Background: an optimization exercise with open tools, aiming at small area, a short achievable clock period and few clock cycles per item. Do not read the settings as production practice. Only simulation tests tie the RTL to the original design; equivalence was not proved. Power figures rest on the tool's default switching activity, not on a simulated workload.

[flow/run.sh]
#!/bin/bash
# Layout flow: the standard ORFS layout (standard.sh, unchanged synthesis,
# floorplan, power grid, placement, CTS and routing) with two settings passed
# to ORFS through its own environment variables:
#  - the port buffers that ORFS inserts on every input and output use
#    sky130_fd_sc_hd__buf_1 instead of the cell buffer_ports picks by default;
#  - clock tree synthesis runs with the same options as the standard flow
#    (sink clustering, clock net repair, clkbuf_16, clusters of at most 25
#    sinks within 60 um) but without dummy loads.
# Every tool's output goes to standard.log here; ORFS also keeps its per-step
# logs under orfs/logs.
set -euo pipefail
cd "$(dirname "$0")/.."
export BUFFER_PORTS_ARGS="-buffer_cell sky130_fd_sc_hd__buf_1"
export CTS_ARGS="-sink_clustering_enable -repair_clock_nets -sink_clustering_size 25 -sink_clustering_max_diameter 60 -buf_list sky130_fd_sc_hd__clkbuf_16 -dont_use_dummy_load"
bash standard.sh > standard.log 2>&1
[standard.sh]
#!/bin/bash
# synth_recipe.tcl (not shown) runs the flow's synth.tcl, then flattens the netlist and writes it again
# the make line also repeats each setting of config.mk as NAME=value (left out here)
make -C /OpenROAD-flow-scripts/flow DESIGN_CONFIG=/design/flow/config.mk WORK_HOME=/design/flow/orfs CLKGATE_MAP_FILE= SYNTH_SCRIPT=/design/flow/synth_recipe.tcl "${@:-finish}"
[config.mk]
export PLATFORM = sky130hd
export DESIGN_NAME = de_sha2_core
export DESIGN_NICKNAME = de_sha2_core
export VERILOG_FILES = /design/flow/design.v
export SDC_FILE = /design/flow/constraint.sdc
export NUM_CORES = 4
export LEC_CHECK = 0
export ABC_AREA = 1
export CAP_MARGIN = 20
export CORE_MARGIN = 2
export CORE_UTILIZATION = 55
export CTS_BUF_LIST = sky130_fd_sc_hd__clkbuf_16
export CTS_CLUSTER_DIAMETER = 60
export CTS_CLUSTER_SIZE = 25
export PLACE_DENSITY = 0.68
export SETUP_SLACK_MARGIN = 5.0
export SLEW_MARGIN = 20
export SYNTH_HIERARCHICAL = 1
export SYNTH_MINIMUM_KEEP_SIZE = 0
[constraint.sdc]
create_clock -name core_clock -period 10.0 [get_ports {clk}]
set_input_delay 2.0000 -clock core_clock [delete_from_list [all_inputs] [get_ports {clk}]]
set_output_delay 2.0000 -clock core_clock [all_outputs]
set_load 0.01 [all_outputs]
[design.v]
module de_sha2_core (
    input  wire         clk,
    input  wire         rst,           
    input  wire         in_valid,
    output wire         in_ready,
    input  wire [31:0]  in_data,
    input  wire         in_last,       
    input  wire         in_mode,       
    output wire         out_valid,
    input  wire         out_ready,
    output wire [255:0] out_digest
);
    reg  [31:0]  w [0:15];         
    reg  [31:0]  a, b, c, d, e, f, g, hh;
    reg  [31:0]  h0, h1, h2, h3, h4, h5, h6, h7;    
    reg  [1:0]   q;                
    reg          run;              
    reg  [5:0]   t;                
    reg  [31:0]  zs, zc;           
    wire [31:0]  kq;               
    reg          fin_pend;         
    reg          op_fin;           
    reg          op_ivl;           
    reg          ah_ready;         
    reg  [4:0]   wj;               
    reg  [3:0]   gap;              
    reg          open;             
    reg          nxt_first, nxt_last, nxt_mode;    
    reg          cur_first, cur_last, cur_mode;    
    reg          ov;               
    reg          dig_mode;         
    integer i;
    function [31:0] kfun;
        input [5:0] i;
        case (i)
            6'd0:  kfun = 32'h428a2f98; 6'd1:  kfun = 32'h71374491;
            6'd2:  kfun = 32'hb5c0fbcf; 6'd3:  kfun = 32'he9b5dba5;
            6'd4:  kfun = 32'h3956c25b; 6'd5:  kfun = 32'h59f111f1;
            6'd6:  kfun = 32'h923f82a4; 6'd7:  kfun = 32'hab1c5ed5;
            6'd8:  kfun = 32'hd807aa98; 6'd9:  kfun = 32'h12835b01;
            6'd10: kfun = 32'h243185be; 6'd11: kfun = 32'h550c7dc3;
            6'd12: kfun = 32'h72be5d74; 6'd13: kfun = 32'h80deb1fe;
            6'd14: kfun = 32'h9bdc06a7; 6'd15: kfun = 32'hc19bf174;
            6'd16: kfun = 32'he49b69c1; 6'd17: kfun = 32'hefbe4786;
            6'd18: kfun = 32'h0fc19dc6; 6'd19: kfun = 32'h240ca1cc;
            6'd20: kfun = 32'h2de92c6f; 6'd21: kfun = 32'h4a7484aa;
            6'd22: kfun = 32'h5cb0a9dc; 6'd23: kfun = 32'h76f988da;
            6'd24: kfun = 32'h983e5152; 6'd25: kfun = 32'ha831c66d;
            6'd26: kfun = 32'hb00327c8; 6'd27: kfun = 32'hbf597fc7;
            6'd28: kfun = 32'hc6e00bf3; 6'd29: kfun = 32'hd5a79147;
            6'd30: kfun = 32'h06ca6351; 6'd31: kfun = 32'h14292967;
            6'd32: kfun = 32'h27b70a85; 6'd33: kfun = 32'h2e1b2138;
            6'd34: kfun = 32'h4d2c6dfc; 6'd35: kfun = 32'h53380d13;
            6'd36: kfun = 32'h650a7354; 6'd37: kfun = 32'h766a0abb;
            6'd38: kfun = 32'h81c2c92e; 6'd39: kfun = 32'h92722c85;
            6'd40: kfun = 32'ha2bfe8a1; 6'd41: kfun = 32'ha81a664b;
            6'd42: kfun = 32'hc24b8b70; 6'd43: kfun = 32'hc76c51a3;
            6'd44: kfun = 32'hd192e819; 6'd45: kfun = 32'hd6990624;
            6'd46: kfun = 32'hf40e3585; 6'd47: kfun = 32'h106aa070;
            6'd48: kfun = 32'h19a4c116; 6'd49: kfun = 32'h1e376c08;
            6'd50: kfun = 32'h2748774c; 6'd51: kfun = 32'h34b0bcb5;
            6'd52: kfun = 32'h391c0cb3; 6'd53: kfun = 32'h4ed8aa4a;
            6'd54: kfun = 32'h5b9cca4f; 6'd55: kfun = 32'h682e6ff3;
            6'd56: kfun = 32'h748f82ee; 6'd57: kfun = 32'h78a5636f;
            6'd58: kfun = 32'h84c87814; 6'd59: kfun = 32'h8cc70208;
            6'd60: kfun = 32'h90befffa; 6'd61: kfun = 32'ha4506ceb;
            6'd62: kfun = 32'hbef9a3f7; default: kfun = 32'hc67178f2;
        endcase
    endfunction
    function [31:0] iv_a;
        input m; input [1:0] p;
        case ({m, p})
            3'b000: iv_a = 32'ha54ff53a; 3'b001: iv_a = 32'h3c6ef372;
            3'b010: iv_a = 32'hbb67ae85; 3'b011: iv_a = 32'h6a09e667;
            3'b100: iv_a = 32'hf70e5939; 3'b101: iv_a = 32'h3070dd17;
            3'b110: iv_a = 32'h367cd507; default: iv_a = 32'hc1059ed8;
        endcase
    endfunction
    function [31:0] iv_e;
        input m; input [1:0] p;
        case ({m, p})
            3'b000: iv_e = 32'h5be0cd19; 3'b001: iv_e = 32'h1f83d9ab;
            3'b010: iv_e = 32'h9b05688c; 3'b011: iv_e = 32'h510e527f;
            3'b100: iv_e = 32'hbefa4fa4; 3'b101: iv_e = 32'h64f98fa7;
            3'b110: iv_e = 32'h68581511; default: iv_e = 32'hffc00b31;
        endcase
    endfunction
    wire [31:0] big_s0 = {a[1:0], a[31:2]} ^ {a[12:0], a[31:13]} ^ {a[21:0], a[31:22]};
    wire [31:0] big_s1 = {e[5:0], e[31:6]} ^ {e[10:0], e[31:11]} ^ {e[24:0], e[31:25]};
    wire [31:0] ch     = (e & f) ^ (~e & g);
    wire [31:0] maj    = (a & b) ^ (a & c) ^ (b & c);
    wire [31:0] m_s, m_c;
    csa32 u_m_s (.x(big_s1), .y(ch), .z(zs), .s(m_s), .c(m_c));
    wire [31:0] n_s, n_c;
    csa32 u_n_s (.x(big_s0), .y(maj), .z(zc), .s(n_s), .c(n_c));
    wire [31:0] a1_s, a1_c;
    csa32 u_a1_s (.x(m_s), .y(m_c), .z(n_s), .s(a1_s), .c(a1_c));
    wire [31:0] pa, qa;
    csa32 u_pa (.x(a1_s), .y(a1_c), .z(n_c), .s(pa), .c(qa));
    wire [31:0] e1_s, e1_c;
    csa32 u_e1_s (.x(m_s), .y(m_c), .z(zc), .s(e1_s), .c(e1_c));
    wire [31:0] pe, qe;
    csa32 u_pe (.x(e1_s), .y(e1_c), .z(d), .s(pe), .c(qe));
    wire [31:0] w1  = w[1];
    wire [31:0] w14 = w[14];
    wire [31:0] sm_s0 = {w1[6:0], w1[31:7]} ^ {w1[17:0], w1[31:18]} ^ {3'b000, w1[31:3]};
    wire [31:0] sm_s1 = {w14[16:0], w14[31:17]} ^ {w14[18:0], w14[31:19]} ^ {10'b0, w14[31:10]};
    wire [31:0] u_s, u_c;
    csa32 u_u_s (.x(sm_s0), .y(w[9]), .z(w[0]), .s(u_s), .c(u_c));
    wire [31:0] v_s, v_c;
    csa32 u_v_s (.x(u_s), .y(u_c), .z(sm_s1), .s(v_s), .c(v_c));
    wire [31:0] w_next = v_s + v_c;
    reg         sel_h;
    reg  [7:0]  iv_en;
    reg  [31:0] xa_iv, xe_iv;
    integer k;
    always @(*) begin
        xa_iv = 32'h0;
        xe_iv = 32'h0;
        for (k = 0; k < 8; k = k + 1) begin
            xa_iv = xa_iv | ({32{iv_en[k]}} & iv_a(k[2], k[1:0]));
            xe_iv = xe_iv | ({32{iv_en[k]}} & iv_e(k[2], k[1:0]));
        end
    end
    wire [31:0] xa = ({32{sel_h}} & h3) | xa_iv;
    wire [31:0] xe = ({32{sel_h}} & h7) | xe_iv;
    wire [31:0] ya = op_ivl ? 32'h0 : d;
    wire [31:0] ye = op_ivl ? 32'h0 : hh;
    wire [31:0] sum_a = (run ? pa : xa) + (run ? qa : ya);
    wire [31:0] sum_e = (run ? pe : xe) + (run ? qe : ye);
    wire win_free = !run || (t >= 6'd56) || (open && t >= 6'd52);
    assign in_ready  = (wj == 5'd0) ? (q == 2'd0 && win_free)
                                    : (wj != 5'd16 && gap == 4'd0);
    assign out_valid = ov;
    assign out_digest = {h0, h1, h2, h3, h4, h5, h6, dig_mode ? 32'h0 : h7};
    wire accept   = in_valid && in_ready;
    wire last_rnd = run && (t == 6'd63);
    wire win_end  = (q == 2'd3);
    wire run_n      = run && !last_rnd;
    wire fin_pend_n = (fin_pend && !(op_fin && win_end)) || last_rnd;
    wire ah_ready_n = ah_ready || (win_end && ((op_fin && !cur_last) || op_ivl));
    wire [4:0] wj_n = accept ? wj + 5'd1 : wj;
    wire gap_n0     = accept || (gap == 4'd15);
    wire go         = (wj_n == 5'd16) && gap_n0 && ah_ready_n && !fin_pend_n && !run_n;
    wire ov_n       = (ov && !out_ready) || (op_fin && win_end && cur_last);
    wire fin_next   = fin_pend_n && !ov_n;
    wire ah_free_n  = !run_n && !fin_pend_n && !go;
    wire ivl_next   = nxt_first && (wj != 5'd0) && !ah_ready_n && ah_free_n;
    wire [1:0] q_n        = rst ? 2'd0 : q + 2'd1;
    wire       op_fin_n   = !rst && (win_end ? fin_next : op_fin);
    wire       op_ivl_n   = !rst && (win_end ? ivl_next : op_ivl);
    wire       cur_first_n = !rst && (go ? nxt_first : cur_first);
    wire       cur_mode_n = !rst && (go ? nxt_mode : cur_mode);
    wire       nxt_mode_n = !rst && ((accept && wj == 5'd0 && !open) ? in_mode : nxt_mode);
    wire       sel_iv_n   = (op_fin_n && cur_first_n) || op_ivl_n;
    wire       iv_m_n     = op_ivl_n ? nxt_mode_n : cur_mode_n;
    wire [5:0] t_n        = (!rst && run_n) ? t + 6'd1 : 6'd0;
    assign kq = kfun(run ? t + 6'd1 : 6'd0);
    wire [31:0] z_s_n, z_c_n;
    csa32 u_z (.x(g), .y(kq), .z(w[1]), .s(z_s_n), .c(z_c_n));
    always @(posedge clk) begin
        zs    <= z_s_n;
        zc    <= z_c_n;
        sel_h <= op_fin_n && !cur_first_n;
        for (k = 0; k < 8; k = k + 1)
            iv_en[k] <= sel_iv_n && (q_n == k[1:0]) && (iv_m_n == k[2]);
    end
    always @(posedge clk) begin
        if (rst) begin
            q        <= 2'd0;
            run      <= 1'b0;
            t        <= 6'd0;
            fin_pend <= 1'b0;
            op_fin   <= 1'b0;
            op_ivl   <= 1'b0;
            ah_ready <= 1'b0;
            wj       <= 5'd0;
            gap      <= 4'd0;
            open     <= 1'b0;
            nxt_first <= 1'b0;
            nxt_last <= 1'b0;
            nxt_mode <= 1'b0;
            cur_first <= 1'b0;
            cur_last <= 1'b0;
            cur_mode <= 1'b0;
            ov       <= 1'b0;
            dig_mode <= 1'b0;
        end else begin
            q <= q + 2'd1;
            gap <= accept ? 4'd0 : gap + 4'd1;
            if (accept) begin
                if (wj == 5'd0) begin
                    nxt_first <= !open;
                    if (!open) nxt_mode <= in_mode;
                    open <= 1'b1;
                end
                if (wj == 5'd15) begin
                    nxt_last <= in_last;
                    if (in_last) open <= 1'b0;
                end
            end
            fin_pend <= fin_pend_n;
            t <= t_n;
            if (go) begin
                run       <= 1'b1;
                wj        <= 5'd0;
                ah_ready  <= 1'b0;
                cur_first <= nxt_first;
                cur_last  <= (wj == 5'd15) ? in_last : nxt_last;
                cur_mode  <= nxt_mode;
            end else begin
                run      <= run_n;
                wj       <= wj_n;
                ah_ready <= ah_ready_n;
            end
            if (win_end) begin
                op_fin <= fin_next;
                op_ivl <= ivl_next;
            end
            if (op_fin && win_end && cur_last) begin
                ov       <= 1'b1;
                dig_mode <= cur_mode;
            end else if (ov && out_ready) begin
                ov <= 1'b0;
            end
        end
    end
    always @(posedge clk) begin
        for (i = 0; i < 15; i = i + 1)
            w[i] <= w[i+1];
        if (accept)
            w[15] <= in_data;
        else if (run && t < 6'd48)
            w[15] <= w_next;
        else
            w[15] <= w[0];
        hh <= g;  g <= f;  f <= e;
        d  <= c;  c <= b;  b <= a;
        a <= sum_a;
        e <= sum_e;
        if (op_fin) begin
            h0 <= sum_a;  h1 <= h0;  h2 <= h1;  h3 <= h2;
            h4 <= sum_e;  h5 <= h4;  h6 <= h5;  h7 <= h6;
        end
    end
endmodule
module csa32 (
    input  wire [31:0] x, y, z,
    output wire [31:0] s, c
);
    assign s = x ^ y ^ z;
    assign c = {((x[30:0] & y[30:0]) | (x[30:0] & z[30:0]) | (y[30:0] & z[30:0])), 1'b0};
endmodule
==> impl_metrics.toml, run 1 <==
[layout]
regMostFlops = "w"
syn_to_final_growth_pct = 10.4
drive_gt1_share_pct = 6.46
largest_reg_flops = 512
stdcell_count = 5328
layout_common_cells = "828 x dfxtp_1, 487 x nand2_1, 318 x nor2_1"
layout_commonest_cell = "dfxtp_1"
fill_cells = 6762
fin_nets = 4696

[placement]
io_buffers = 295
globalplace.congestion = 1.03
dp_slack_ns = 4.29
post-dp-hpwl_mm = 115
dp.cells = 5237

[power_and_ir_drop]
ir_drop_mv = 0.497
power_density_mw_per_mm2 = 385
leakagePower_nw = 20.4
power_w = 0.0192
intPower_w = 0.0109
combPwrFrac_pct = 52.1
seqPwrFrac_pct = 32.9
clkPwrFrac_pct = 15.0
swShare_pct = 43.1
power_switching_w = 0.00827

[worst_setup_path]
path_cells = "xnor2_1 -> xnor2_2 -> fa_1 -> fa_1 -> fa_1 -> nor2_1 -> a21oi_1 -> ha_1 -> nand2_1 -> o21ai_2 -> a21oi_4 -> o21ai_2 -> a21oi_1 -> o21ai_2 -> xor2_1"
startpoint_type = "flip-flop"
critical_path_peak_fanout = 5
cp.depth = 15
rrSetupSlack_ns = 5.05
rr_worst_depth = 15
worstSetupPathType = "reg2reg"
cp.arrival_ns = 5.33
path_delay_family = "adder cells"
cp-end-kind = "flip-flop"
max_stage_delay_ns = 0.57
required_ns = 10.38
cp_slowest_cell = "fa_1"
path_buf_inv = 0

[hold_path]
holdPathStages = 0
hold_path_class = "reg2reg"

[route]
drc = 0
drt-wirelength-per-cell_um = 27.5
routed_wl_mm = 146
first_iter_violations = 2482
viasPerCell = 5.68
dr.pass1.iters = 5
detail-route-antenna-nets = 0
num_vias = 30300

[sta]
period_needed_ns = 4.95
finalSetupViolCount = 0
rsz0062_at_grt = "yes"
worstMarginPinSlew_ns = 1.23
fin_tns_setup_ns = 0
finalWorstSetupSlack_ns = 5.05
whs_ns = 0.267
hold_viol = 0
period_share_pct = 49.5
clock_skew_ns = 0.105
fmax_mhz = 202
relSlewSlack_pct = 17.4
finalMaxSlewViolations = 0

[floorplan]
start_util_pct = 55.3
coreArea_mm2 = 0.0817
die_x_um = 291
fp.dieH_um = 291
dieArea_mm2 = 0.0845
num_rows = 105
io_pins = 296

[yosys]
synth_ff_type = "dfxtp_1"
postSynth.asyncResetShare_pct = 0
ys_seq_elements = 1128
syn_area_mm2 = 0.0452
ys_seq_area_share_pct = 55.6
synth_enable_flop_cells = 256
ys_warn_count = 9
syn_area_per_cell_um2 = 11.5
syn_nets = 4377
synthDistinctLibCells = 62
synthCells = 3939

[status]
status = "no timing/DRC/antenna violations"

[global_route]
grt_antenna_before_repair = 2
grt_pass1_vias = 30300
grt_first_pass_wirelength_mm = 209
gr-usage-all-layers_pct = 34.4
grt.overflow.total = 0
grt_start_max_net_pins = 164

[cts]
path_clk_slew_ns = 0.09
clock_latency_ns = 0.68
cts_tree = "built"
clock-sinks = 1128
ctsHoldBuffers = 0
cts_buffers = 80
root_buffer = "clkbuf_16"
clk_path_buf_depth = 3
htreeDepth = 3

[flow_run]
cap_viol_max_count = 0
per-module statistics from Yosys, one instance, submodules excluded:
module	flops+latches	times used
de_sha2_core	1128	1
csa32	0	9
power groups by stage:
stage	Sequential, W	Combinational, W	Clock (W)
4_1_cts	0.00631	0.00982	0.00292
5_1_grt	0.00639	0.0109	0.00306
3_3_place_gp	0.00637	0.00963	0
3_5_place_dp	0.00639	0.00974	0
2_1_floorplan	0.00600	0.00663	0
6_report	0.00632	0.0100	0.00287
cell type report:
class                      count  area (um2)  area share [%]
antenna                        2        5.00          0.0100
clock buffer                  80        2000            4.01
inverter                     306        1150            2.30
multi-input combinational   2412       18800            37.7
sequential                  1128       25200            50.5
tap                         1070        1340            2.68
timing repair buffer         330        1380            2.77
layer usage:
layer / wire (um) / global-route usage (%) / vias to the layer above / share of wire [%]
met3: 9140 / 5.02 / 384 / 6.2
met2: 70900 / 58.6 / 1346 / 48
met4: 9090 / 18.1 / 0 / 6.2
li1: - / - / 13600 / -
met5: 0 / 0 / - / 0
met1: 57200 / 42.4 / 14900 / 39
what timing repair did:
action                     4_1_cts  5_1_grt
resized for setup               38       67
setup endpoints to repair       72       55
setup buffers                    1        7
pin swaps                        3       14
stage by stage:
| step | cell area, um2 | util, % |
|---|---|---|
| floorplan | 45200 | - |
| global placement | 47500 | 58.1 |
| detailed placement | 47500 | 58.1 |
| CTS | 49600 | 60.7 |
| global route | 49900 | 61.1 |
| finish | 49900 | 61.1 |
synth_stat cells (all sizes together) (62+ instances only):
library cell,number,area [um2]
ha,118,1480
xor2,62,543
inv,304,1140
fa,282,5650
nand3,137,721
clkbuf,64,240
a21oi,179,900
edfxtp,256,7690
nand2,495,1880
nor2,327,1260
o21ai,194,975
xnor2,260,2280
dfxtp,872,17500
cell families after synthesis:
| kind of cell | Yosys count | share of synthesized area [%] |
|---|---|---|
| AO/OA/AOI/OAI | 602 | 8.12 |
| XOR/XNOR | 322 | 6.24 |
| adder cells (fa/ha/maj) | 432 | 16.5 |
| buffers and inverters | 399 | 3.43 |
| flip-flops | 1128 | 55.6 |
| multiplexers | 32 | 0.797 |
| other | 9 | 0.0747 |
| AND/OR/NAND/NOR | 1015 | 9.27 |
final timing paths:
path	from	endpoint
setup / recovery	e[9]$_DFF_P_	h4[12]$_DFFE_PP_
hold / removal	w[12][14]$_DFF_P_	w[11][14]$_DFF_P_
setup reg to reg	e[9]$_DFF_P_	h4[12]$_DFFE_PP_
hold reg to reg	w[12][14]$_DFF_P_	w[11][14]$_DFF_P_
Testbench counts, summed over its fixed seeds: cycles 66,376, blocks 952.
==> run 2, diff against run 1 <==
--- a/design.v
+++ b/design.v
@@ -126,8 +126,9 @@
     wire [31:0] xe = ({32{sel_h}} & h7) | xe_iv;
     wire [31:0] ya = op_ivl ? 32'h0 : d;
     wire [31:0] ye = op_ivl ? 32'h0 : hh;
-    wire [31:0] sum_a = (run ? pa : xa) + (run ? qa : ya);
-    wire [31:0] sum_e = (run ? pe : xe) + (run ? qe : ye);
+    wire [31:0] sum_a, sum_e;
+    add32 u_add_a (.x(run ? pa : xa), .y(run ? qa : ya), .s(sum_a));
+    add32 u_add_e (.x(run ? pe : xe), .y(run ? qe : ye), .s(sum_e));
     wire win_free = !run || (t >= 6'd56) || (open && t >= 6'd52);
     assign in_ready  = (wj == 5'd0) ? (q == 2'd0 && win_free)
                                     : (wj != 5'd16 && gap == 4'd0);
@@ -251,3 +252,9 @@
     assign s = x ^ y ^ z;
     assign c = {((x[30:0] & y[30:0]) | (x[30:0] & z[30:0]) | (y[30:0] & z[30:0])), 1'b0};
 endmodule
+module add32 (
+    input  wire [31:0] x, y,
+    output wire [31:0] s
+);
+    assign s = x + y;
+endmodule
--- a/config.mk
+++ b/config.mk
@@ -8,11 +8,11 @@
 export ABC_AREA = 1
 export CAP_MARGIN = 20
 export CORE_MARGIN = 2
-export CORE_UTILIZATION = 55
+export CORE_UTILIZATION = 60
 export CTS_BUF_LIST = sky130_fd_sc_hd__clkbuf_16
 export CTS_CLUSTER_DIAMETER = 60
 export CTS_CLUSTER_SIZE = 25
-export PLACE_DENSITY = 0.68
+export PLACE_DENSITY = 0.72
 export SETUP_SLACK_MARGIN = 5.0
 export SLEW_MARGIN = 20
 export SYNTH_HIERARCHICAL = 1
==> run 2 against run 1 <==
Compared with the run above: still clean on timing, DRC and antenna; register-to-register slack got worse by 0.02 ns; global-route usage rose by 2.9 points; routed wire length rose by 3.7%; setup slack got worse by 0.024 ns; power fell by 0.23%; synthesized cell count rose by 15%; largest cell class unchanged; largest power group unchanged.
==> impl_metrics.toml, run 2 <==
[status]
status = "no timing/DRC/antenna violations"

[sta]
rsz0062_at_grt = "no"
hold_viol = 0
period_share_pct = 49.7
worstMarginPinSlew_ns = 1.10
whs_ns = 0.286
finalMaxSlewViolations = 0
fin_tns_setup_ns = 0
finalSetupViolCount = 0
fmax_mhz = 201
clock_skew_ns = 0.107
relSlewSlack_pct = 26.1
period_needed_ns = 4.97
finalWorstSetupSlack_ns = 5.03

[yosys]
syn_area_per_cell_um2 = 10.4
syn_nets = 4956
synthCells = 4518
synth_enable_flop_cells = 256
synthAdderAreaFrac_pct = 15.8
synth_ff_type = "dfxtp_1"
synth_top_family_by_area = "adder cells"
ys_seq_area_share_pct = 53.4
ys_warn_count = 9
synth.most_common_cell = "nand2_1"
synth-compound-area-share_pct = 5.58
synth_area_leader_cell = "dfxtp_1"
ys_seq_elements = 1128
postSynth.asyncResetShare_pct = 0
yosys.area_share.simple_pct = 14.3
synth_common_cells = "964 x nand2_1, 872 x dfxtp_1, 428 x inv_1, 297 x nor2_1, 282 x fa_1"
synthMuxAreaShare_pct = 0.765
synth_xor_area_share_pct = 5.59
synthDominantCellAreaShare_pct = 37.0
synthDistinctLibCells = 65
syn_area_mm2 = 0.0471
synthTopCellsByArea = "dfxtp_1 37%, edfxtp_1 16%, fa_1 12%"

[hold_path]
hold_path_class = "reg2reg"
holdPathStages = 0
min_to = "w[3][5]$_DFF_P_"
min-delay-start = "w[4][5]$_DFF_P_"

[cts]
ctsHoldBuffers = 0
clk_path_buf_depth = 3
ctsResizeCount = 0
htreeDepth = 3
root_buffer = "clkbuf_16"
postCtsSetupRepairBufs = 0
clock-sinks = 1128
cts_buffers = 80
clock_latency_ns = 0.68
path_clk_slew_ns = 0.09
cts_tree = "built"

[worst_setup_path]
cp.arrival_ns = 5.32
timing.rr.end = "h4[24]$_DFFE_PP_"
worstSetupPathType = "reg2reg"
rr_worst_depth = 15
rrSetupSlack_ns = 5.03
required_ns = 10.35
cp-startpoint = "e[27]$_DFF_P_"
r2r-start = "e[27]$_DFF_P_"
critical_path_peak_fanout = 5
startpoint_type = "flip-flop"
cp-end-kind = "flip-flop"

[global_route]
grt_start_max_net_pins = 142
gr-usage-all-layers_pct = 37.3
grt_first_pass_wirelength_mm = 218
grt_pass1_vias = 33500
grt_antenna_before_repair = 4
grt.overflow.total = 0

[floorplan]
io_pins = 296
fp.dieH_um = 284
coreArea_mm2 = 0.0776
start_util_pct = 60.7
dieArea_mm2 = 0.0808
num_rows = 102
die_x_um = 284

[power_and_ir_drop]
ir_drop_mv = 0.440
combPwrFrac_pct = 51.8
power_switching_w = 0.00827
swShare_pct = 43.2
intPower_w = 0.0109
power_density_mw_per_mm2 = 373
leakagePower_nw = 22.1
seqPwrFrac_pct = 33.2
clkPwrFrac_pct = 15.0

[layout]
largest_reg_flops = 512
syn_to_final_growth_pct = 8.84
fill_cells = 6205
stdcell_count = 5855
layout_commonest_cell = "nand2_1"
fin_nets = 5254
final_core_util_pct = 66.1
drive_gt1_share_pct = 4.96
regMostFlops = "w"
layout_common_cells = "963 x nand2_1, 869 x dfxtp_1, 428 x inv_1"

[placement]
dp.cells = 5774
globalplace.congestion = 1.04
dp_slack_ns = 5.27
io_buffers = 295
post-dp-hpwl_mm = 120

[flow_run]
cap_viol_max_count = 0

[route]
num_vias = 33600
first_iter_violations = 3590
drc = 0
dr.pass1.iters = 8
routed_wl_mm = 152
viasPerCell = 5.74
detail-route-antenna-nets = 0
drt-wirelength-per-cell_um = 25.9
-- run 2: changes by cell type after synthesis, moves of 8 or more --
cell and delta:
o21ai_0 -37, nand2_2 +28, a22o_1 -59, a21oi_1 -27, nand3_2 +8, o311ai_0 -8
nor2_1 -24, nand2_1 +476, xnor2_1 -17, nand3_1 +89, inv_1 +133, inv_2 +10
-- run 2: routing by layer --
| metal | routed length (um) | vias up | part of all wire (%) | track usage (%) |
|---|---|---|---|---|
| li1 | - | 15100 | - | - |
| met1 | 55800 | 16200 | 37 | 44.7 |
| met2 | 71600 | 1778 | 47 | 61.7 |
| met3 | 13000 | 571 | 8.5 | 7.95 |
| met4 | 11500 | 4 | 7.5 | 22.7 |
| met5 | 25 | - | 0.016 | 0 |
-- run 2: power groups by stage --
stage               sequential (W)  clock, W  combinational [W]
finish                     0.00635   0.00287            0.00992
global route               0.00640   0.00305             0.0108
CTS                        0.00633   0.00290            0.00970
detailed placement         0.00642         0            0.00962
global placement           0.00638         0            0.00944
floorplan                  0.00603         0            0.00676
-- run 2: cell type report --
type / count / area, um2 / area share [%]
Clock buffer: 80 / 2000 / 3.90
Antenna cell: 1 / 2.50 / 0.00488
Tap cell: 1040 / 1300 / 2.54
Multi-Input combinational cell: 2838 / 19800 / 38.7
Sequential cell: 1128 / 25200 / 49.0
Inverter: 448 / 1680 / 3.28
Timing Repair Buffer: 320 / 1320 / 2.57
-- run 2: worst max-delay path by stage --
stage	end	slack (ns)	cells past startpoint
detailed placement	h4[18]$_DFFE_PP_	5.27	14
global route	h4[18]$_DFFE_PP_	5.00	15
finish	h4[24]$_DFFE_PP_	5.03	15
CTS	h4[18]$_DFFE_PP_	5.23	14
floorplan	iv_en[0]$_DFF_P_	5.07	14
global placement	h4[18]$_DFFE_PP_	5.23	15
-- run 2: critical path, stage by stage (launching register included) --
cell and delay [ns]:
dfxtp_1 0.74, xnor2_1 0.19, xnor2_1 0.38, fa_1 0.59, fa_1 0.44, fa_1 0.50
nor2_1 0.31, a21oi_1 0.13, ha_1 0.45, nand2_1 0.10, inv_1 0.10, nand2_1 0.11
nor3_1 0.25, nand3_1 0.21, nand4_1 0.13, nand2_1 0.08
-- run 2: cells by family (layout without fill, tap and decap cells) --
kind of cell    count (synthesis)  after routing
other cells                     9             10
flops                        1128           1128
simple gates                 1611           1611
buf+inv                       552            848
fa+ha+maj                     432            432
compound gates                454            454
mux                            32             32
xor+xnor                      300            300
-- run 2: per-module statistics from Yosys, one instance, submodules excluded --
module,flip-flops and latches,cell area [um2],cells inside
add32,0,2380,494
de_sha2_core,1128,36400,3152
csa32,0,667,42
-- run 2: stage by stage --
stage | area, um2 | total power [W]
after floorplan | 47100 | 0.0128
after global placement | 49300 | 0.0158
after detailed placement | 49300 | 0.0160
after CTS | 51300 | 0.0189
after global routing | 51300 | 0.0202
final | 51300 | 0.0191
Testbench counts of run 2, summed over its fixed seeds: cycles 66,376, blocks 952.
==> run 3, diff against run 2 <==
--- a/design.v
+++ b/design.v
@@ -126,9 +126,8 @@
     wire [31:0] xe = ({32{sel_h}} & h7) | xe_iv;
     wire [31:0] ya = op_ivl ? 32'h0 : d;
     wire [31:0] ye = op_ivl ? 32'h0 : hh;
-    wire [31:0] sum_a, sum_e;
-    add32 u_add_a (.x(run ? pa : xa), .y(run ? qa : ya), .s(sum_a));
-    add32 u_add_e (.x(run ? pe : xe), .y(run ? qe : ye), .s(sum_e));
+    wire [31:0] sum_a = (run ? pa : xa) + (run ? qa : ya);
+    wire [31:0] sum_e = (run ? pe : xe) + (run ? qe : ye);
     wire win_free = !run || (t >= 6'd56) || (open && t >= 6'd52);
     assign in_ready  = (wj == 5'd0) ? (q == 2'd0 && win_free)
                                     : (wj != 5'd16 && gap == 4'd0);
@@ -252,9 +251,3 @@
     assign s = x ^ y ^ z;
     assign c = {((x[30:0] & y[30:0]) | (x[30:0] & z[30:0]) | (y[30:0] & z[30:0])), 1'b0};
 endmodule
-module add32 (
-    input  wire [31:0] x, y,
-    output wire [31:0] s
-);
-    assign s = x + y;
-endmodule
==> flow/run.sh (replaced) <==
#!/bin/bash
# Layout flow: the standard ORFS layout (standard.sh, unchanged synthesis,
# floorplan, power grid, placement, CTS and routing) with two settings passed
# to ORFS through its own environment variables:
#  - the port buffers that ORFS inserts on every input and output use
#    sky130_fd_sc_hd__buf_1 instead of the cell buffer_ports picks by default;
#  - clock tree synthesis runs with the same options as the standard flow
#    (sink clustering, clock net repair, clkbuf_16, clusters of at most 28
#    sinks within 70 um) but without dummy loads.
# Every tool's output goes to standard.log here; ORFS also keeps its per-step
# logs under orfs/logs.
set -euo pipefail
cd "$(dirname "$0")/.."
export BUFFER_PORTS_ARGS="-buffer_cell sky130_fd_sc_hd__buf_1"
export CTS_ARGS="-sink_clustering_enable -repair_clock_nets -sink_clustering_size 28 -sink_clustering_max_diameter 70 -buf_list sky130_fd_sc_hd__clkbuf_16 -dont_use_dummy_load"
bash standard.sh > standard.log 2>&1
--- a/config.mk
+++ b/config.mk
@@ -10,8 +10,8 @@
 export CORE_MARGIN = 2
 export CORE_UTILIZATION = 60
 export CTS_BUF_LIST = sky130_fd_sc_hd__clkbuf_16
-export CTS_CLUSTER_DIAMETER = 60
-export CTS_CLUSTER_SIZE = 25
+export CTS_CLUSTER_DIAMETER = 70
+export CTS_CLUSTER_SIZE = 28
 export PLACE_DENSITY = 0.72
 export SETUP_SLACK_MARGIN = 5.0
 export SLEW_MARGIN = 20
==> run 3 against run 2 <==
Compared with the run above: still clean on timing, DRC and antenna; area after synthesis is 4.1% lower; global-route usage down 0.84 points; non-clock buffer count grew 5; combinational power down 1%; highest routed layer is now met4.
==> impl_metrics.toml, run 3 <==
[placement]
globalplace.congestion = 1.05
dp.cells = 5136
post-dp-hpwl_mm = 112
io_buffers = 295
placed_area_mm2 = 0.0474

[power_and_ir_drop]
power_switching_w = 0.00806
ir_drop_mv = 0.537
swShare_pct = 43.7
leakagePower_nw = 20.0
intPower_w = 0.0104
seqPwrFrac_pct = 34.3
power_density_mw_per_mm2 = 377
combPwrFrac_pct = 53.1
clkPwrFrac_pct = 12.6

[yosys]
syn_area_per_cell_um2 = 11.5
synth-compound-area-share_pct = 8.12
synthTopCellsByArea = "dfxtp_1 39%, edfxtp_1 17%, fa_1 12%"
synthAdderAreaFrac_pct = 16.5
ys_seq_elements = 1128
synth.most_common_cell = "dfxtp_1"
synth_xor_area_share_pct = 6.24
synthCells = 3939
syn_area_mm2 = 0.0452
yosys.area_share.simple_pct = 9.27
synth_top_family_by_area = "adder cells"
synth_common_cells = "872 x dfxtp_1, 488 x nand2_1, 321 x nor2_1, 295 x inv_1, 282 x fa_1"
ys_warn_count = 9
syn_nets = 4377
synthMuxAreaShare_pct = 0.797
ys_seq_area_share_pct = 55.6
synth_enable_flop_cells = 256
synth_ff_type = "dfxtp_1"
synth_area_leader_cell = "dfxtp_1"
synthDominantCellAreaShare_pct = 38.6
synthDistinctLibCells = 62
postSynth.asyncResetShare_pct = 0

[route]
drc = 0
num_vias = 30600
detail-route-antenna-nets = 0
dr.pass1.iters = 6
viasPerCell = 5.88
first_iter_violations = 3225
routed_wl_mm = 142
drt-wirelength-per-cell_um = 27.4

[worst_setup_path]
critical_path_peak_fanout = 5
worstSetupPathType = "reg2reg"
path_buf_inv = 0
path_delay_family = "adder cells"
cp-end-kind = "flip-flop"
cp.arrival_ns = 5.31
required_ns = 10.38
startpoint_type = "flip-flop"
path_cells = "mux2_2 -> fa_1 -> fa_1 -> fa_1 -> nor2_1 -> a31oi_1 -> ha_1 -> nand3_1 -> nand3_1 -> a21oi_2 -> nor2_1 -> o22ai_2 -> o21ai_1 -> nand2_1 -> nand2_1 -> xor2_1"
cp_slowest_cell = "fa_1"
cpMostUsedCell = "fa_1"
max_stage_delay_ns = 0.61

[cts]
htreeDepth = 2
root_buffer = "clkbuf_16"
path_clk_slew_ns = 0.11
cts_tree = "built"
clk_path_buf_depth = 3
clock_latency_ns = 0.67
clock-sinks = 1128
cts_buffers = 54

[floorplan]
start_util_pct = 60.6
io_pins = 296
coreArea_mm2 = 0.0746
fp.dieH_um = 279
die_x_um = 279
num_rows = 100
dieArea_mm2 = 0.0776

[flow_run]
cap_viol_max_count = 0

[sta]
rsz0062_at_grt = "yes"
worstMarginPinSlew_ns = 1.23
clock_skew_ns = 0.0785
relSlewSlack_pct = 17.7
fin_tns_setup_ns = 0
finalMaxSlewViolations = 0
finalSetupViolCount = 0
hold_viol = 0
period_needed_ns = 4.93
period_share_pct = 49.3
fmax_mhz = 203

[global_route]
gr-usage-all-layers_pct = 36.4
met1_usage_pct = 46.4
grt_antenna_before_repair = 1
grt_start_max_net_pins = 163
grt_use_met3_pct = 4.98
grt_pass1_vias = 30200
gr-usage-met2_pct = 60.4
grt.overflow.total = 0
grt_first_pass_wirelength_mm = 202
busiest_layer = "met2"

[layout]
final_area_mm2 = 0.0490
stdcell_count = 5195
syn_to_final_growth_pct = 8.33
drive_gt1_share_pct = 5.40
fin_nets = 4665
fill_cells = 5788
layout_common_cells = "830 x dfxtp_1, 488 x nand2_1, 319 x nor2_1"
regMostFlops = "w"
layout_commonest_cell = "dfxtp_1"
largest_reg_flops = 512

[status]
status = "no timing/DRC/antenna violations"

[hold_path]
hold_path_class = "reg2reg"
run 3: changes by cell type after synthesis, sizes merged, moves of 16 or more:
| cell | change |
|---|---|
| nor2 | +18 |
| nand2 | -505 |
| xnor2 | +16 |
| nand3 | -96 |
| inv | -143 |
| o21ai | +38 |
| a21oi | +25 |
| buf | -18 |
| a22o | +59 |
run 3: routing by layer:
metal | up-vias | share of wire, %
met4 | 0 | 6.9
met2 | 1579 | 47
li1 | 13600 | -
met1 | 15000 | 38
met5 | - | 0
met3 | 412 | 7.7
run 3: area by class of cell:
cell class,instances,area [um2],share of cell area [%]
Clock buffer,54,1350,2.76
Timing Repair Buffer,325,1350,2.75
Sequential cell,1128,25200,51.5
Multi-Input combinational cell,2412,18700,38.2
Antenna cell,1,2.50,0.00511
Inverter,306,1150,2.35
Tap cell,969,1210,2.48
run 3: repair_timing:
item	4_1_cts	5_1_grt
buffers inserted	1	3
cloned	0	0
hold buffers	0	0
endpoints found under the setup margin	32	54
gates resized for setup	19	62
pin swaps	0	7
run 3: logic make-up after synthesis:
kind of cell	count (synthesis)
compound gates	602
simple gates	1015
fa+ha+maj	432
other cells	9
mux	32
buf+inv	399
flops	1128
xor+xnor	322
run 3: power by group through the flow:
stage	Combinational [W]	Clock [W]	Sequential, W
2_1_floorplan	0.00663	0	0.00600
3_3_place_gp	0.00939	0	0.00636
3_5_place_dp	0.00952	0	0.00639
4_1_cts	0.00961	0.00234	0.00630
5_1_grt	0.0107	0.00248	0.00638
6_report	0.00980	0.00232	0.00633
run 3: final timing paths:
check                                     start               end  slack [ns]  cells after the start
worst min-delay path            w[7][2]$_DFF_P_   w[6][2]$_DFF_P_        0.29                      0
worst max register to register     e[1]$_DFF_P_  h4[15]$_DFFE_PP_        5.07                     16
worst min register to register  w[7][2]$_DFF_P_   w[6][2]$_DFF_P_        0.29                      0
worst max-delay path               e[1]$_DFF_P_  h4[15]$_DFFE_PP_        5.07                     16
run 3: worst register-to-register path, stage by stage, from the launching register on:
cell and delay (ns):
dfxtp_2 0.48, mux2_2 0.39, fa_1 0.61, fa_1 0.46
fa_1 0.56, nor2_1 0.06, a31oi_1 0.23, ha_1 0.32
nand3_1 0.12, nand3_1 0.13, a21oi_2 0.24, nor2_1 0.09
o22ai_2 0.20, o21ai_1 0.13, nand2_1 0.07, nand2_1 0.13
xor2_1 0.46
run 3: Yosys stat by module (local to each module, per instance):
module        times used  cells  flops+latches
de_sha2_core           1   3561           1128
csa32                  9     42              0
run 3: through the flow:
| step | power, W | hold WS [ns] | util, % | worst slack [ns] |
|---|---|---|---|---|
| floorplan | 0.0126 | 0.310 | - | 5.12 |
| CTS | 0.0183 | 0.292 | 65.4 | 4.95 |
| finish | 0.0184 | 0.291 | 65.7 | 5.07 |
| detailed placement | 0.0159 | 0.312 | 63.5 | 4.69 |
| global route | 0.0196 | 0.289 | 65.7 | 4.97 |
| global placement | 0.0158 | 0.310 | 63.5 | 4.67 |
Testbench counts of run 3, summed over its fixed seeds: cycles 66,376, blocks 952.
==> run 4, diff against run 3 <==
--- a/design.v
+++ b/design.v
@@ -90,7 +90,7 @@
     wire [31:0] ch     = (e & f) ^ (~e & g);
     wire [31:0] maj    = (a & b) ^ (a & c) ^ (b & c);
     wire [31:0] m_s, m_c;
-    csa32 u_m_s (.x(big_s1), .y(ch), .z(zs), .s(m_s), .c(m_c));
+    csa32 u_m_s (.x(ch), .y(big_s1), .z(zs), .s(m_s), .c(m_c));
     wire [31:0] n_s, n_c;
     csa32 u_n_s (.x(big_s0), .y(maj), .z(zc), .s(n_s), .c(n_c));
     wire [31:0] a1_s, a1_c;
==> run 4 against run 3 <==
Compared with the run above: still clean on timing, DRC and antenna; power up 0.92%; flip-flop and latch count unchanged; hold slack worse by 0.012 ns; routed wire length up 1.8%; sequential power about the same; global-route usage up 0.80 points; die area unchanged; largest cell class unchanged; largest power group unchanged.
==> impl_metrics.toml, run 4 <==
[sta]
fin_tns_setup_ns = 0
period_share_pct = 49.4
finalMaxSlewViolations = 0
hold_viol = 0
worstMarginPinSlew_ns = 1.12
relSlewSlack_pct = 25.1
period_needed_ns = 4.94
rsz0062_at_grt = "yes"
fmax_mhz = 203
finalSetupViolCount = 0
clock_skew_ns = 0.0603
whs_ns = 0.279

[global_route]
grt_first_pass_wirelength_mm = 207
grt.overflow.total = 0
grt_pass1_vias = 31000
grt_start_max_net_pins = 170
gr-usage-all-layers_pct = 37.2
grt_antenna_before_repair = 1

[power_and_ir_drop]
power_switching_w = 0.00814
swShare_pct = 43.7
clkPwrFrac_pct = 12.4
power_density_mw_per_mm2 = 379
ir_drop_mv = 0.519
combPwrFrac_pct = 53.6
power_w = 0.0186
intPower_w = 0.0105
seqPwrFrac_pct = 34.0
leakagePower_nw = 20.1

[route]
num_vias = 30700
drt-wirelength-per-cell_um = 27.9
routed_wl_mm = 145
drc = 0
detail-route-antenna-nets = 0
viasPerCell = 5.90
dr.pass1.iters = 6
first_iter_violations = 3320

[floorplan]
num_rows = 100
coreArea_mm2 = 0.0746
io_pins = 296
fp.dieH_um = 279
start_util_pct = 60.6
die_x_um = 279
dieArea_mm2 = 0.0776

[yosys]
ys_warn_count = 9
synth_ff_type = "dfxtp_1"
ys_seq_elements = 1128
syn_area_per_cell_um2 = 11.5
synthDistinctLibCells = 62
syn_nets = 4377
synth.most_common_cell = "dfxtp_1"
synthCells = 3939
synthDominantCellAreaShare_pct = 38.6
ys_seq_area_share_pct = 55.6
synth_enable_flop_cells = 256
synth_common_cells = "872 x dfxtp_1, 488 x nand2_1, 321 x nor2_1, 295 x inv_1, 282 x fa_1"
synth_area_leader_cell = "dfxtp_1"
syn_area_mm2 = 0.0452
synthTopCellsByArea = "dfxtp_1 39%, edfxtp_1 17%, fa_1 12%"
postSynth.asyncResetShare_pct = 0

[layout]
layout_common_cells = "822 x dfxtp_1, 486 x nand2_1, 317 x nor2_1"
fill_cells = 5761
syn_to_final_growth_pct = 8.58
final_area_mm2 = 0.0491
final_core_util_pct = 65.8
seq_area_mm2 = 0.0252
layout_commonest_cell = "dfxtp_1"
multi_input_area_mm2 = 0.0188
drive_gt1_share_pct = 5.98
regMostFlops = "w"
largest_reg_flops = 512
antenna_cells = 0
fin_nets = 4673

[worst_setup_path]
required_ns = 10.40
cp.arrival_ns = 5.34
critical_path_peak_fanout = 5
worstSetupPathType = "reg2reg"
rrSetupSlack_ns = 5.06
startpoint_type = "flip-flop"
cp-end-kind = "flip-flop"

[status]
status = "no timing/DRC/antenna violations"

[cts]
root_buffer = "clkbuf_16"
cts_buffers = 54
ctsHoldBuffers = 0
clock-sinks = 1128
htreeDepth = 2
clock_latency_ns = 0.66
clk_path_buf_depth = 3
cts_tree = "built"
path_clk_slew_ns = 0.10

[placement]
io_buffers = 295
placed_area_mm2 = 0.0474
globalplace.congestion = 1.05
post-dp-hpwl_mm = 113

[flow_run]
cap_viol_max_count = 0

[hold_path]
hold_path_class = "reg2reg"
==> run 4: cell counts after synthesis <==
No cell type changed its count.
==> run 4: cells by family (layout without fill, tap and decap cells) <==
family / Yosys count / in the layout / synth area share (%)
AO/OA/AOI/OAI: 602 / 602 / 8.12
XOR/XNOR: 322 / 322 / 6.24
adder cells (fa/ha/maj): 432 / 432 / 16.5
buffers and inverters: 399 / 693 / 3.43
flip-flops: 1128 / 1128 / 55.6
multiplexers: 32 / 32 / 0.797
other: 9 / 9 / 0.0747
AND/OR/NAND/NOR: 1015 / 1015 / 9.27
==> run 4: worst paths after layout <==
check               startpoint                end  depth (start not counted)
max               e[8]$_DFF_P_   h4[19]$_DFFE_PP_                         18
min reg2reg  w[15][20]$_DFF_P_  w[14][20]$_DFF_P_                          0
min          w[15][20]$_DFF_P_  w[14][20]$_DFF_P_                          0
max reg2reg       e[8]$_DFF_P_   h4[19]$_DFFE_PP_                         18
==> run 4: modules after synthesis, one instance, submodules excluded <==
module,flip-flops and latches,cells
de_sha2_core,1128,3561
csa32,0,42
==> run 4: per-layer routing <==
| layer | global-route usage (%) | share of wire (%) | wire length (um) | vias to the layer above |
|---|---|---|---|---|
| li1 | - | - | - | 13600 |
| met1 | 46.0 | 38 | 54500 | 15100 |
| met2 | 61.4 | 47 | 68700 | 1558 |
| met3 | 6.48 | 7.9 | 11500 | 435 |
| met4 | 22.7 | 7.1 | 10300 | 0 |
| met5 | 0 | 0 | 0 | - |
==> run 4: area by class of cell <==
type | instances | area share, %
sequential | 1128 | 51.4
timing repair buffer | 333 | 2.88
tap | 969 | 2.47
inverter | 306 | 2.34
multi-input combinational | 2412 | 38.2
clock buffer | 54 | 2.75
==> run 4: timing repair <==
item	4_1_cts	5_1_grt
setup endpoints to repair	39	50
setup buffers	2	4
gates cloned	0	0
gates resized for setup	31	64
pin swaps	2	7
==> run 4: worst max-delay path, stage by stage (launching register included) <==
cell and delay, ns:
dfxtp_2 0.52, xnor2_1 0.13, xnor2_1 0.30, fa_1 0.53, fa_1 0.55, fa_1 0.43, nor2_1 0.18, a31oi_1 0.07
ha_1 0.40, nand3_1 0.09, nand3_1 0.14, a21oi_2 0.10, nor2_1 0.17, o22ai_2 0.12, o21ai_1 0.26, nand2_1 0.08
nand2_1 0.17, a21oi_1 0.14, xnor2_1 0.37
==> run 4: power by group through the flow <==
stage | registers, W | clock network [W] | logic (W)
final | 0.00633 | 0.00232 | 0.00997
after global routing | 0.00638 | 0.00248 | 0.0109
after CTS | 0.00630 | 0.00235 | 0.00979
after detailed placement | 0.00638 | 0 | 0.00968
after global placement | 0.00635 | 0 | 0.00958
after floorplan | 0.00600 | 0 | 0.00664
==> run 4: stage by stage <==
step,worst slack (ns),cells
after floorplan,5.12,3939
after global placement,4.54,5141
after detailed placement,4.61,5142
after CTS,4.93,5198
after global routing,4.94,5202
final,5.06,5202
Testbench counts of run 4, summed over its fixed seeds: cycles 66,376, blocks 952.
==> run 5, diff against run 4 <==
--- a/design.v
+++ b/design.v
@@ -90,7 +90,7 @@
     wire [31:0] ch     = (e & f) ^ (~e & g);
     wire [31:0] maj    = (a & b) ^ (a & c) ^ (b & c);
     wire [31:0] m_s, m_c;
-    csa32 u_m_s (.x(ch), .y(big_s1), .z(zs), .s(m_s), .c(m_c));
+    csa32 u_m_s (.x(big_s1), .y(ch), .z(zs), .s(m_s), .c(m_c));
     wire [31:0] n_s, n_c;
     csa32 u_n_s (.x(big_s0), .y(maj), .z(zc), .s(n_s), .c(n_c));
     wire [31:0] a1_s, a1_c;
==> flow/run.sh (replaced) <==
#!/bin/bash
# Layout flow: the standard ORFS layout (standard.sh, unchanged synthesis,
# floorplan, power grid, placement, CTS and routing) with two settings passed
# to ORFS through its own environment variables:
#  - the port buffers that ORFS inserts on every input and output use
#    sky130_fd_sc_hd__buf_1 instead of the cell buffer_ports picks by default;
#  - clock tree synthesis runs with the same options as the standard flow
#    (sink clustering, clock net repair, clkbuf_16, clusters of at most 32
#    sinks within 75 um) but without dummy loads.
# Every tool's output goes to standard.log here; ORFS also keeps its per-step
# logs under orfs/logs.
set -euo pipefail
cd "$(dirname "$0")/.."
export BUFFER_PORTS_ARGS="-buffer_cell sky130_fd_sc_hd__buf_1"
export CTS_ARGS="-sink_clustering_enable -repair_clock_nets -sink_clustering_size 32 -sink_clustering_max_diameter 75 -buf_list sky130_fd_sc_hd__clkbuf_16 -dont_use_dummy_load"
bash standard.sh > standard.log 2>&1
--- a/config.mk
+++ b/config.mk
@@ -10,8 +10,8 @@
 export CORE_MARGIN = 2
 export CORE_UTILIZATION = 60
 export CTS_BUF_LIST = sky130_fd_sc_hd__clkbuf_16
-export CTS_CLUSTER_DIAMETER = 70
-export CTS_CLUSTER_SIZE = 28
+export CTS_CLUSTER_DIAMETER = 75
+export CTS_CLUSTER_SIZE = 32
 export PLACE_DENSITY = 0.72
 export SETUP_SLACK_MARGIN = 5.0
 export SLEW_MARGIN = 20
==> run 5 against run 4 <==
Compared with the run above: flip-flop and latch count unchanged; hold slack better by 0.0085 ns; clock skew up 0.034 ns; first-iteration DRC count down 7.4%; via count down 0.86%; register-to-register slack better by 0.05 ns; power down 1.6%; critical endpoint unchanged; cell count down 0.19%; largest power group unchanged.
==> impl_metrics.toml, run 5 <==
[sta]
clock_skew_ns = 0.0939
period_needed_ns = 4.89
finalSetupViolCount = 0
whs_ns = 0.288
hold_viol = 0
relSlewSlack_pct = 17.6
worstMarginPinSlew_ns = 1.23
fin_tns_setup_ns = 0
finalWorstSetupSlack_ns = 5.11
finalMaxSlewViolations = 0
rsz0062_at_grt = "yes"
fmax_mhz = 205
period_share_pct = 48.9

[yosys]
synthCells = 3939
synth_enable_flop_cells = 256
ys_warn_count = 9
syn_area_per_cell_um2 = 11.5
synth_common_cells = "872 x dfxtp_1, 488 x nand2_1, 321 x nor2_1, 295 x inv_1, 282 x fa_1"
synthDominantCellAreaShare_pct = 38.6
postSynth.asyncResetShare_pct = 0
syn_nets = 4377
synth.most_common_cell = "dfxtp_1"
synthTopCellsByArea = "dfxtp_1 39%, edfxtp_1 17%, fa_1 12%"
ys_seq_area_share_pct = 55.6
syn_area_mm2 = 0.0452
ys_seq_elements = 1128
synth_ff_type = "dfxtp_1"
synth_area_leader_cell = "dfxtp_1"
synthDistinctLibCells = 62

[floorplan]
num_rows = 100
coreArea_mm2 = 0.0746
io_pins = 296
dieArea_mm2 = 0.0776
die_x_um = 279
start_util_pct = 60.6
fp.dieH_um = 279

[layout]
layout_common_cells = "831 x dfxtp_1, 488 x nand2_1, 318 x nor2_1"
largest_reg_flops = 512
regMostFlops = "w"
fill_cells = 5793
drive_gt1_share_pct = 5.31
fin_nets = 4662
layout_commonest_cell = "dfxtp_1"
syn_to_final_growth_pct = 8.12

[worst_setup_path]
path_delay_family = "adder cells"
path_buf_inv = 0
cp-end-kind = "flip-flop"
max_stage_delay_ns = 0.61
cp.depth = 17
cpMostUsedCell = "fa_1"
rr_worst_depth = 17
path_cells = "mux2_2 -> fa_1 -> fa_1 -> fa_1 -> nor2_1 -> a31oi_1 -> ha_1 -> nand3_1 -> nand3_1 -> a21oi_2 -> nor2_1 -> o22ai_2 -> o21ai_1 -> nand2_1 -> nand2_1 -> a21oi_2 -> xnor2_2"
critical_path_peak_fanout = 5
cp_slowest_cell = "fa_1"
startpoint_type = "flip-flop"
worstSetupPathType = "reg2reg"
cp.arrival_ns = 5.25
required_ns = 10.36

[route]
first_iter_violations = 3074
drt-wirelength-per-cell_um = 27.3
dr.pass1.iters = 6
viasPerCell = 5.86
detail-route-antenna-nets = 0
drc = 0
num_vias = 30400
routed_wl_mm = 142

[global_route]
grt.overflow.total = 0
gr-usage-all-layers_pct = 36.3
grt_antenna_before_repair = 0
grt_pass1_vias = 30100
grt_start_max_net_pins = 163
grt_first_pass_wirelength_mm = 202

[placement]
post-dp-hpwl_mm = 112
io_buffers = 295
dp_slack_ns = 4.69
globalplace.congestion = 1.05

[power_and_ir_drop]
power_density_mw_per_mm2 = 375
leakagePower_nw = 20.0
ir_drop_mv = 0.536

[flow_run]
cap_viol_max_count = 0

[cts]
cts_buffers = 50
htreeDepth = 2
path_clk_slew_ns = 0.11
clock_latency_ns = 0.67
clk_path_buf_depth = 3
root_buffer = "clkbuf_16"
cts_tree = "built"
ctsHoldBuffers = 0
clock-sinks = 1128

[hold_path]
holdPathStages = 0
hold_path_class = "reg2reg"

[status]
status = "no timing/DRC/antenna violations"
run 5: cell types whose count changed in the layout (fill, tap and decap cells not counted), moves of 3 or more:
cell       delta
buf_4         -6
clkbuf_16     -4
dfxtp_1       +9
dfxtp_2      -12
dfxtp_4       +3
run 5: kinds of logic after synthesis:
group,count (synthesis),share of synthesized area [%]
compound gates,602,8.12
xor+xnor,322,6.24
fa+ha+maj,432,16.5
buf+inv,399,3.43
flops,1128,55.6
mux,32,0.797
other cells,9,0.0747
simple gates,1015,9.27
run 5: worst reg2reg max path, delay by kind of cell (launching register included):
kind / cells / cell delay, ns
xor+xnor: 1 / 0.15
simple gates: 6 / 0.60
flops: 1 / 0.48
compound gates: 5 / 1.03
fa+ha+maj: 4 / 1.95
mux: 1 / 0.39
run 5: metal layers:
metal	wire [um]	up-vias	GRT usage (%)
li1	-	13600	-
met1	54000	14900	45.4
met2	67100	1535	60.2
met3	11000	404	5.78
met4	9770	0	21.0
met5	0	-	0
run 5: timing repair:
action / in CTS / in global routing
setup endpoints to repair: 32 / 53
pin swaps: 1 / 6
buffers inserted: 1 / 4
gates resized for setup: 22 / 57
endpoints found under the hold margin: 0 / 0
run 5: modules after synthesis (local to each module, per instance):
module / cells / flip-flops and latches / copies in the design / cell area, um2
de_sha2_core: 3561 / 1128 / 1 / 39200
csa32: 42 / 0 / 9 / 667
run 5: report_power, final:
part           internal (W)  switching, W
sequential          0.00553      0.000796
clock              0.000895       0.00133
combinational       0.00389       0.00588
total                0.0103       0.00800
run 5: cell type report:
cell class / instances / area, um2 / share of cell area, %
Multi-Input combinational cell: 2412 / 18700 / 38.3
Sequential cell: 1128 / 25200 / 51.6
Clock buffer: 50 / 1250 / 2.56
Tap cell: 969 / 1210 / 2.48
Timing Repair Buffer: 326 / 1350 / 2.77
Antenna cell: 1 / 2.50 / 0.00512
Inverter: 306 / 1150 / 2.35
run 5: final timing paths:
check	start	endpoint	slack (ns)
worst min-delay path	w[12][18]$_DFF_P_	w[11][18]$_DFF_P_	0.29
worst min register to register	w[12][18]$_DFF_P_	w[11][18]$_DFF_P_	0.29
worst max-delay path	e[1]$_DFF_P_	h4[19]$_DFFE_PP_	5.11
worst max register to register	e[1]$_DFF_P_	h4[19]$_DFFE_PP_	5.11
run 5: per-stage QoR:
stage               util, %  power (W)  area [um2]  cells
finish                 65.5     0.0183       48900   5192
global route           65.5     0.0195       48900   5191
CTS                    65.3     0.0181       48700   5187
detailed placement     63.5     0.0159       47400   5136
global placement       63.5     0.0158       47400   5136
floorplan                 -     0.0126       45200   3939
Testbench counts of run 5, summed over its fixed seeds: cycles 66,376, blocks 952.
==> run 6, diff against run 5 <==
--- a/design.v
+++ b/design.v
@@ -90,7 +90,7 @@
     wire [31:0] ch     = (e & f) ^ (~e & g);
     wire [31:0] maj    = (a & b) ^ (a & c) ^ (b & c);
     wire [31:0] m_s, m_c;
-    csa32 u_m_s (.x(big_s1), .y(ch), .z(zs), .s(m_s), .c(m_c));
+    csa32 u_m_s (.x(ch), .y(big_s1), .z(zs), .s(m_s), .c(m_c));
     wire [31:0] n_s, n_c;
     csa32 u_n_s (.x(big_s0), .y(maj), .z(zc), .s(n_s), .c(n_c));
     wire [31:0] a1_s, a1_c;
==> run 6 against run 5 <==
Compared with the run above: still clean on timing, DRC and antenna; synthesized cell count is the same; power up 1.1%; die area stayed put; non-clock buffer count is 7 higher; setup slack worse by 0.049 ns; flip-flop and latch count stayed put; combinational power is 2.0% higher; cell count rose by 0.12%; clock power about the same; register-to-register slack lost 0.05 ns; sequential power about the same; critical endpoint unchanged.
==> impl_metrics.toml, run 6 <==
[layout]
regMostFlops = "w"
layout_common_cells = "824 x dfxtp_1, 486 x nand2_1, 318 x nor2_1"
final_area_mm2 = 0.0490
syn_to_final_growth_pct = 8.31
antenna_cells = 0
layout_commonest_cell = "dfxtp_1"
fin_nets = 4669
stdcell_count = 5198
largest_reg_flops = 512
drive_gt1_share_pct = 5.79

[sta]
relSlewSlack_pct = 25.3
finalWorstSetupSlack_ns = 5.06
period_share_pct = 49.4
worstMarginPinSlew_ns = 1.12
finalSetupViolCount = 0
clock_skew_ns = 0.109
rsz0062_at_grt = "yes"
hold_viol = 0
finalMaxSlewViolations = 0
fin_tns_setup_ns = 0
whs_ns = 0.292
period_needed_ns = 4.94
fmax_mhz = 203

[power_and_ir_drop]
intPower_w = 0.0104
power_density_mw_per_mm2 = 378
ir_drop_mv = 0.528
combPwrFrac_pct = 53.8
swShare_pct = 43.8
seqPwrFrac_pct = 34.1
power_switching_w = 0.00812
leakagePower_nw = 20.0
clkPwrFrac_pct = 12.0

[global_route]
grt_start_max_net_pins = 170
grt_first_pass_wirelength_mm = 205
grt_antenna_before_repair = 1
gr-usage-all-layers_pct = 36.9
grt.overflow.total = 0
grt_pass1_vias = 30600

[worst_setup_path]
required_ns = 10.41
cp_slowest_cell = "fa_1"
cp.arrival_ns = 5.35
startpoint_type = "flip-flop"
r2r-start = "e[8]$_DFF_P_"
timing.rr.end = "h4[19]$_DFFE_PP_"
rr_worst_depth = 18
worstSetupPathType = "reg2reg"
max_stage_delay_ns = 0.54
path_cells = "xnor2_1 -> xnor2_1 -> fa_1 -> fa_1 -> fa_1 -> nor2_1 -> a31oi_1 -> ha_1 -> nand3_1 -> nand3_1 -> a21oi_2 -> nor2_1 -> o22ai_2 -> o21ai_1 -> nand2_1 -> nand2_1 -> a21oi_1 -> xnor2_1"
cp-end-kind = "flip-flop"
critical_path_peak_fanout = 5
rrSetupSlack_ns = 5.06

[route]
dr.pass1.iters = 7
detail-route-antenna-nets = 0
routed_wl_mm = 144
drc = 0
num_vias = 30800
viasPerCell = 5.92
first_iter_violations = 3143
drt-wirelength-per-cell_um = 27.7

[cts]
clock_latency_ns = 0.68
clk_path_buf_depth = 3
root_buffer = "clkbuf_16"
cts_tree = "built"
cts_buffers = 50
ctsHoldBuffers = 0
clock-sinks = 1128
htreeDepth = 2
path_clk_slew_ns = 0.10

[yosys]
synth_ff_type = "dfxtp_1"
synth_area_leader_cell = "dfxtp_1"
synthDominantCellAreaShare_pct = 38.6
synthCells = 3939
synth-compound-area-share_pct = 8.12
synth_xor_area_share_pct = 6.24
ys_warn_count = 9
synthMuxAreaShare_pct = 0.797
synthTopCellsByArea = "dfxtp_1 39%, edfxtp_1 17%, fa_1 12%"
syn_area_mm2 = 0.0452
synth_common_cells = "872 x dfxtp_1, 488 x nand2_1, 321 x nor2_1, 295 x inv_1, 282 x fa_1"
yosys.area_share.simple_pct = 9.27
synth_top_family_by_area = "adder cells"
ys_seq_elements = 1128
synthAdderAreaFrac_pct = 16.5
ys_seq_area_share_pct = 55.6
postSynth.asyncResetShare_pct = 0
syn_nets = 4377
syn_area_per_cell_um2 = 11.5
synth.most_common_cell = "dfxtp_1"
synth_enable_flop_cells = 256
synthDistinctLibCells = 62

[hold_path]
hold_path_class = "reg2reg"
holdPathStages = 0
min_to = "w[14][9]$_DFF_P_"
min-delay-start = "w[15][9]$_DFF_P_"

[floorplan]
coreArea_mm2 = 0.0746
num_rows = 100
die_x_um = 279
dieArea_mm2 = 0.0776
io_pins = 296
start_util_pct = 60.6
fp.dieH_um = 279

[status]
status = "no timing/DRC/antenna violations"

[placement]
post-dp-hpwl_mm = 113
dp_slack_ns = 4.61
placed_area_mm2 = 0.0474
dp.cells = 5142
globalplace.congestion = 1.05
io_buffers = 295

[flow_run]
cap_viol_max_count = 0
-- run 6: cell types whose count changed in the layout (fill, tap and decap cells not counted), moves of 3 or more --
cell     delta
o21ai_0     -3
dfxtp_2     +9
buf_4       +6
dfxtp_1     -7
o21ai_2     +3
-- run 6: per-stage QoR --
stage | util (%) | power, W
after floorplan | - | 0.0126
after global placement | 63.6 | 0.0159
after detailed placement | 63.6 | 0.0161
after CTS | 65.4 | 0.0183
after global routing | 65.7 | 0.0196
final | 65.7 | 0.0185
-- run 6: modules after synthesis (local to each module, per instance) --
module | flip-flops and latches | copies in the design
de_sha2_core | 1128 | 1
csa32 | 0 | 9
-- run 6: worst max-delay path by stage --
stage	startpoint	to	slack, ns	cells after the start
after detailed placement	e[7]$_DFF_P_	h4[31]$_DFFE_PP_	4.61	20
after global routing	e[11]$_DFF_P_	h4[18]$_DFFE_PP_	4.91	20
after floorplan	op_fin$_SDFF_PP0_	iv_en[0]$_DFF_P_	5.12	11
after CTS	e[4]$_DFF_P_	h4[31]$_DFFE_PP_	4.89	19
after global placement	e[14]$_DFF_P_	h4[31]$_DFFE_PP_	4.54	20
final	e[8]$_DFF_P_	h4[19]$_DFFE_PP_	5.06	18
-- run 6: logic make-up (layout without fill, tap and decap cells) --
| family | Yosys count | count (layout) |
|---|---|---|
| mux | 32 | 32 |
| buf+inv | 399 | 689 |
| simple gates | 1015 | 1015 |
| other cells | 9 | 9 |
| flops | 1128 | 1128 |
| compound gates | 602 | 602 |
| fa+ha+maj | 432 | 432 |
| xor+xnor | 322 | 322 |
-- run 6: final cells by class --
class	instances	area [um2]
clock buffers	50	1250
fillers	5815	25600
inverters	306	1150
multi-input cells	2412	18700
flip-flops and latches	1128	25200
well taps	969	1210
repair buffers	333	1410
-- run 6: critical path, delay by kind of cell (launching register included) --
family | cells | cell delay [ns]
simple gates | 6 | 0.83
xor+xnor | 3 | 0.79
fa+ha+maj | 4 | 1.89
flops | 1 | 0.53
compound gates | 5 | 0.66
-- run 6: metal layers --
metal | share of wire, % | track usage [%] | up-vias
met5 | 0 | 0 | -
met3 | 8.0 | 5.63 | 389
met2 | 47 | 61.3 | 1646
met4 | 6.5 | 20.7 | 0
met1 | 38 | 46.4 | 15100
li1 | - | - | 13600
-- run 6: power groups by stage --
stage          Clock (W)  Combinational, W  Sequential, W
2_1_floorplan          0           0.00664        0.00600
3_3_place_gp           0           0.00958        0.00635
3_5_place_dp           0           0.00968        0.00638
4_1_cts          0.00226           0.00975        0.00630
5_1_grt          0.00240            0.0108        0.00637
6_report         0.00223           0.00997        0.00632
-- run 6: what timing repair did --
action,CTS,global route
buffers inserted,2,4
endpoints found under the setup margin,39,48
gates resized for setup,30,61
pin swaps,2,8
Testbench counts of run 6, summed over its fixed seeds: cycles 66,376, blocks 952.

[port drivers added, routing unchanged]
No port has a modelled driver above. Below, the same layouts with a new extraction and two added sets of constraints. Step 1 sets driving cells, clkbuf_16 on the clock port and buf_2 on the other inputs (assumed; they add their load-dependent delay and slew). Step 2 times the ports against the registers' clock, not the clock port: input delays grow and output delays shrink by t, the midpoint of the rising clock arrivals with the driver on. Slacks: ideal / step 1 / step 2; pairs: ideal / step 1.
| run | t, ns | slack for setup (ns) | worst setup path after step 2 | worst data-port slew with drivers (ns) |
|---|---|---|---|---|
| run 1 | 0.686 | 5.052 / 5.052 / 5.052 | register to register | 0.06 |
| run 2 | 0.696 | 5.027 / 5.027 / 5.027 | register to register | 0.05 |
| run 3 | 0.694 | 5.067 / 5.067 / 5.067 | register to register | 0.07 |
| run 4 | 0.693 | 5.063 / 5.063 / 5.063 | register to register | 0.07 |
| run 5 | 0.686 | 5.112 / 5.112 / 5.112 | register to register | 0.07 |
| run 6 | 0.687 | 5.063 / 5.063 / 5.063 | register to register | 0.07 |
After both steps every run listed still meets setup and hold.
